What follows belongs to an exercise in optimizing a design on an open flow for small area, a short achievable clock period and few clock cycles; a production flow would make more cautious choices.
RTL that was checked went through simulation tests only; none was proved equivalent to the original.

==> flow/design.v <==
module ce_errx (
    input  wire         clk,
    input  wire         rst,
    input  wire         start,
    output reg          done,
    input  wire         voa,
    input  wire [31:0]  y,
    input  wire [2:0]   seq,
    input  wire [7:0]   dseq,
    input  wire [2:0]   dlag,
    input  wire [2:0]   dsh,
    input  wire         ext,
    input  wire [31:0]  yavg_in,
    input  wire [31:0]  m_in,
    input  wire [31:0]  refv,
    input  wire         ref_ok,
    input  wire [15:0]  kref,
    input  wire [31:0]  yfloor,
    input  wire [31:0]  target,
    output wire [15:0]  e,
    output reg  [31:0]  yavg_out,
    output reg  [31:0]  m_out,
    output reg          wd
);
    localparam [1:0] S_IDLE = 2'd0,
                     S_MUL  = 2'd1,
                     S_DIV  = 2'd2;
    reg  [1:0]  state;
    reg  [2:0]  cnt;
    reg  [4:0]  rem;       
    reg  [14:0] quo;       
    reg         satr;      
    reg         posq;      
    reg  [17:0] tx;        
    reg  [47:0] acc;       
    reg  [39:0] den;       
    reg         neg;       
    reg         ydo;       
    wire        idle  = (state == S_IDLE);
    wire        yc    = (state == S_MUL) & ydo;    
    wire        smode = idle | yc;
    function [79:0] csa(input [39:0] a, input [39:0] b, input [39:0] c);
        csa = {(a & b) | (a & c) | (b & c), a ^ b ^ c};
    endfunction
    wire        bw      = y[5:0] < yavg_in[5:0];
    wire [2:0]  lag_idx = seq - dlag;
    wire        wl      = dseq[lag_idx];
    wire [39:0] y40  = {8'd0, y};
    wire [39:0] a40  = {8'd0, yavg_in};
    wire [39:0] m40  = {{8{m_in[31]}}, m_in};
    wire [39:0] mm40 = m40 << dsh;
    wire [39:0] yh40 = {14'd0, y[31:6]};
    wire [39:0] ah40 = {14'd0, yavg_in[31:6]};
    wire        sw = wl & ~yc;
    wire [39:0] o1 = a40 ^ {40{sw}};
    wire [39:0] o2 = yh40 ^ {40{sw}};
    wire [39:0] o3 = ~ah40 ^ {40{sw}};
    wire [39:0] o4 = yc ? {40{bw}} : (y40 ^ {40{~sw}});
    wire [39:0] o5 = yc ? 40'd0 : ~m40;
    wire [39:0] o6 = yc ? 40'd0 : mm40;
    wire        k1 = ~yc;
    wire        k2 = ~yc & (wl | ~bw);
    wire        k3 = ~yc & wl & bw;
    wire [79:0] c1 = csa(o1, o2, o3);
    wire [79:0] c2 = csa(o4, o5, o6);
    wire [79:0] c3 = csa(c1[39:0], {c1[78:40], k1}, c2[39:0]);
    wire [79:0] c4 = csa(c3[39:0], {c3[78:40], k2}, {c2[78:40], k3});
    wire [39:0] s_x = c4[39:0];
    wire [39:0] s_y = {c4[78:40], 1'b0};
    always @(posedge clk) begin
        if (idle & voa)
            yavg_out <= yavg_in;
        else if (yc)
            yavg_out <= t3[31:0];
        wd <= ~voa & dseq[seq];
    end
    wire [3:0] kd [0:3];
    assign kd[0] = kref[3:0];
    assign kd[1] = kref[7:4];
    assign kd[2] = kref[11:8];
    assign kd[3] = kref[15:12];
    wire [2:0]  klead = (kd[3] != 4'd0) ? 3'd3 : (kd[2] != 4'd0) ? 3'd2 : 3'd1;
    reg  [3:0]  dnext;     
    wire [3:0]  dig = idle ? ((ref_ok & ~voa) ? kd[klead[1:0]] : 4'd0) : dnext;
    wire [47:0] pp0 = voa ? {16'd0, target} : dig[0] ? {16'd0, refv} : 48'd0;
    wire [47:0] pp1 = voa ? ~{16'd0, y}     : dig[1] ? {15'd0, refv, 1'b0} : 48'd0;
    wire [47:0] pp2 = dig[2] ? {14'd0, refv, 2'b0} : 48'd0;
    wire [47:0] pp3 = dig[3] ? {13'd0, refv, 3'b0} : 48'd0;
    wire [47:0] pa  = idle ? 48'd0 : {acc[43:0], 4'b0};
    wire [47:0] ms0 = pp0 ^ pp1 ^ pp2;
    wire [47:0] mc0 = {((pp0[46:0] & pp1[46:0]) | (pp0[46:0] & pp2[46:0]) | (pp1[46:0] & pp2[46:0])), voa};
    wire [47:0] ms1 = ms0 ^ mc0 ^ pp3;
    wire [47:0] mc1 = {((ms0[46:0] & mc0[46:0]) | (ms0[46:0] & pp3[46:0]) | (mc0[46:0] & pp3[46:0])), 1'b0};
    wire [47:0] ms2 = ms1 ^ mc1 ^ pa;
    wire [47:0] mc2 = {((ms1[46:0] & mc1[46:0]) | (ms1[46:0] & pa[46:0]) | (mc1[46:0] & pa[46:0])), 1'b0};
    wire [47:0] mul_nx = ms2 + mc2;
    wire [31:0] yf_nz = {yfloor[31:1], yfloor[0] | (yfloor == 32'd0)};
    wire [48:0] zf  = {~{9'd0, yfloor}, 8'd0};
    wire [48:0] cs1 = {1'b0, ms2} ^ {1'b0, mc2} ^ zf;
    wire [48:0] cc1 = {((ms2 & mc2) | (ms2 & zf[47:0]) | (mc2 & zf[47:0])), 1'b0};
    wire [48:0] dgt = cs1 + cc1;
    wire        p_gt = ~dgt[48];
    wire [39:0] r_el  = p_gt ? mul_nx[47:8] : {8'd0, yf_nz};
    wire [39:0] r_voa = (target > yfloor) ? {8'd0, target} : {8'd0, yf_nz};
    wire [39:0] r_div = idle ? r_voa : r_el;
    wire signed [39:0] m_sh  = $signed(den) >>> dsh;
    wire        m_hi  = ~m_sh[39] & (m_sh[38:31] != 8'h00);
    wire        m_lo  =  m_sh[39] & (m_sh[38:31] != 8'hff);
    wire [31:0] m_val = m_hi ? 32'h7fffffff : m_lo ? 32'h80000000 : m_sh[31:0];
    wire [32:0] n_sel = idle ? mul_nx[32:0] : {m_val[31], m_val};
    wire [31:0] n_mag = n_sel[32] ? -n_sel[31:0] : n_sel[31:0];
    wire [40:0] i1 = {acc[39:0], 1'b0};
    wire [41:0] t1 = {1'b0, i1} + ~{2'b00, den} + 42'd1;
    wire        q1 = ~t1[41];
    wire [39:0] a1 = q1 ? t1[39:0] : i1[39:0];
    wire [40:0] i2 = {a1, 1'b0};
    wire [41:0] t2 = {1'b0, i2} + ~{2'b00, den} + 42'd1;
    wire        q2 = ~t2[41];
    wire [39:0] a2 = q2 ? t2[39:0] : i2[39:0];
    wire [40:0] i3 = {a2, 1'b0};
    wire [41:0] x3 = smode ? {2'b00, s_x} : {1'b0, i3};
    wire [41:0] y3 = smode ? {2'b00, s_y} : ~{2'b00, den};
    wire [41:0] t3 = x3 + y3 + 42'd1;
    wire        q3 = ~t3[41];
    wire [39:0] a3 = q3 ? t3[39:0] : i3[39:0];
    reg  [39:0] hmask;     
    integer h;
    always @* begin
        hmask[39] = 1'b1;
        for (h = 38; h >= 0; h = h - 1)
            hmask[h] = hmask[h + 1] & ~den[h + 1];
    end
    wire [45:0] i1s  = {i1, 5'd0};
    wire        skip = (rem >= 5'd6) && (i1s[45:40] == 6'd0) && ((i1s[39:0] & hmask) == 40'd0);
    wire [15:0] qv  = satr ? (neg ? 16'h8000 : 16'h7fff) : {1'b0, quo};
    wire [17:0] qx  = posq ? {2'b00, qv} : {2'b11, ~qv};
    wire [17:0] es  = qx + tx + {17'd0, ~posq};
    assign e = (es[17:15] == 3'b000 || es[17:15] == 3'b111) ? es[15:0]
             : (es[17] ? 16'h8000 : 16'h7fff);
    wire        sat = (rem == 5'd15) && (acc[39:0] >= den);
    wire        n_neg  = n_sel[32];
    wire        tneg   = ~voa & ext;
    wire [17:0] tx_nx  = voa ? 18'd0 : (({{2{target[15]}}, target[15:0]} ^ {18{tneg}}) + {17'd0, tneg});
    task load_common;
        begin
            den   <= r_div;
            neg   <= n_neg;
            quo   <= 15'd0;
            acc   <= {16'd0, n_mag};
            rem   <= 5'd15;
            satr  <= 1'b0;
        end
    endtask
    always @(posedge clk) begin
        posq <= voa ? ~neg : (ext ^ neg);
        tx   <= tx_nx;
    end
    always @(posedge clk) begin
        if (rst) begin
            state <= S_IDLE;
            done  <= 1'b0;
        end else begin
            done <= 1'b0;
            case (state)
                S_IDLE: if (start) begin
                    if (voa) begin
                        m_out <= m_in;
                        load_common;
                        state <= S_DIV;
                    end else begin
                        den   <= t3[39:0];
                        acc   <= mul_nx;
                        cnt   <= klead - 3'd1;
                        dnext <= ref_ok ? kd[klead[1:0] - 2'd1] : 4'd0;
                        ydo   <= 1'b1;
                        state <= S_MUL;
                    end
                end
                S_MUL: begin
                    ydo <= 1'b0;
                    dnext <= ref_ok ? kd[cnt[1:0] - 2'd1] : 4'd0;
                    if (cnt == 3'd0) begin
                        m_out <= m_val;
                        load_common;
                        state <= S_DIV;
                    end else begin
                        acc <= mul_nx;
                        cnt <= cnt - 3'd1;
                    end
                end
                default: begin
                    if (sat) begin
                        satr  <= 1'b1;
                        done  <= 1'b1;
                        state <= S_IDLE;
                    end else if (skip) begin
                        acc <= {8'd0, i1s[39:0]};
                        quo <= {quo[8:0], 6'd0};
                        rem <= rem - 5'd6;
                        if (rem == 5'd6) begin
                            done  <= 1'b1;
                            state <= S_IDLE;
                        end
                    end else begin
                        acc <= {8'd0, a3};
                        quo <= {quo[11:0], q1, q2, q3};
                        rem <= rem - 5'd3;
                        if (rem == 5'd3) begin
                            done  <= 1'b1;
                            state <= S_IDLE;
                        end
                    end
                end
            endcase
        end
    end
endmodule
==> flow/config.mk <==
export PLATFORM = sky130hd
export DESIGN_NAME = ce_errx
export DESIGN_NICKNAME = ce_errx
export VERILOG_FILES = /design/flow/design.v
export SDC_FILE = /design/flow/constraint.sdc
export NUM_CORES = 4
export LEC_CHECK = 0
export ABC_AREA = 1
export CAP_MARGIN = 20
export CORE_MARGIN = 2
export CORE_UTILIZATION = 40
export PLACE_DENSITY = 0.6
export SLEW_MARGIN = 20
==> flow/constraint.sdc <==
create_clock -name core_clock -period 17.0 [get_ports {clk}]
set_input_delay 3.4000 -clock core_clock [delete_from_list [all_inputs] [get_ports {clk}]]
set_output_delay 3.4000 -clock core_clock [all_outputs]
set_load 0.01 [all_outputs]
standard.sh (not shown) runs the stock make flow with config.mk's settings and CLKGATE_MAP_FILE= SYNTH_SCRIPT=/design/flow/synth_recipe.tcl, a recipe that flattens the netlist after the stock synthesis.
==> flow/flow/run.sh <==
#!/bin/bash
# The standard layout (standard.sh, unchanged), with the input and
# output ports buffered by sky130_fd_sc_hd__buf_1 cells instead of the
# default delay-buffer cells. All make/OpenROAD/Yosys output goes to
# standard.log in this folder.
set -euo pipefail
export BUFFER_PORTS_ARGS="-buffer_cell sky130_fd_sc_hd__buf_1"
# repair_timing aims at 7 ns of setup slack (a 10 ns period)
export SETUP_SLACK_MARGIN=7
bash standard.sh > standard.log 2>&1
The baseline completed with no timing, DRC or antenna violations.
Testbench counts at the start, summed over its fixed seeds: cycles 9,585.
==> next run, changes <==
--- a/flow/design.v
+++ b/flow/design.v
@@ -95,11 +95,7 @@
     wire [47:0] mc2 = {((ms1[46:0] & mc1[46:0]) | (ms1[46:0] & pa[46:0]) | (mc1[46:0] & pa[46:0])), 1'b0};
     wire [47:0] mul_nx = ms2 + mc2;
     wire [31:0] yf_nz = {yfloor[31:1], yfloor[0] | (yfloor == 32'd0)};
-    wire [48:0] zf  = {~{9'd0, yfloor}, 8'd0};
-    wire [48:0] cs1 = {1'b0, ms2} ^ {1'b0, mc2} ^ zf;
-    wire [48:0] cc1 = {((ms2 & mc2) | (ms2 & zf[47:0]) | (mc2 & zf[47:0])), 1'b0};
-    wire [48:0] dgt = cs1 + cc1;
-    wire        p_gt = ~dgt[48];
+    wire        p_gt  = mul_nx[47:8] > {8'd0, yfloor};
     wire [39:0] r_el  = p_gt ? mul_nx[47:8] : {8'd0, yf_nz};
     wire [39:0] r_voa = (target > yfloor) ? {8'd0, target} : {8'd0, yf_nz};
     wire [39:0] r_div = idle ? r_voa : r_el;
@@ -108,7 +104,14 @@
     wire        m_lo  =  m_sh[39] & (m_sh[38:31] != 8'hff);
     wire [31:0] m_val = m_hi ? 32'h7fffffff : m_lo ? 32'h80000000 : m_sh[31:0];
     wire [32:0] n_sel = idle ? mul_nx[32:0] : {m_val[31], m_val};
-    wire [31:0] n_mag = n_sel[32] ? -n_sel[31:0] : n_sel[31:0];
+    reg  [31:0] n_low;
+    integer b;
+    always @* begin
+        n_low[0] = 1'b0;
+        for (b = 1; b < 32; b = b + 1)
+            n_low[b] = n_low[b - 1] | n_sel[b - 1];
+    end
+    wire [31:0] n_mag = n_sel[31:0] ^ (n_low & {32{n_sel[32]}});
     wire [40:0] i1 = {acc[39:0], 1'b0};
     wire [41:0] t1 = {1'b0, i1} + ~{2'b00, den} + 42'd1;
     wire        q1 = ~t1[41];
Effect: The new run went through all stages and came out clean. Maximum frequency is lower by 5.5%. Area after synthesis is lower by 6.5%. Via count is lower by 3.9%. Register-to-register slack gets worse by 0.26 ns. Wire length is lower by 8.4%.
For the second run of this note, only the layout was checked, not whether the RTL still works.

-- re-timing with driven ports --
The flow's constraints put no driver on any port. The routed layouts listed below were extracted and timed again, unchanged, in two steps. Step 1, drivers: a clkbuf_16 drives clk and a buf_2 each remaining input, both assumed. Step 2 moves the port delays by t, midway between the first and last clock arrival at a register: inputs arrive t later, outputs are due t later. That takes back most of the time a late clock gives input paths. a / b / c = no drivers / after step 1 / after step 2; a / b = the first two.
run	t, ns	setup WS [ns]	pins driven straight from the clock port
the first run	0.681	7.200 / 7.249 / 6.568	1
the second run	0.693	6.630 / 6.645 / 5.953	1
After both steps setup and hold are still met in every run listed. The setup slack of the second run, which loses most, moves by +0.015 ns with the drivers and by -0.677 ns with both steps.
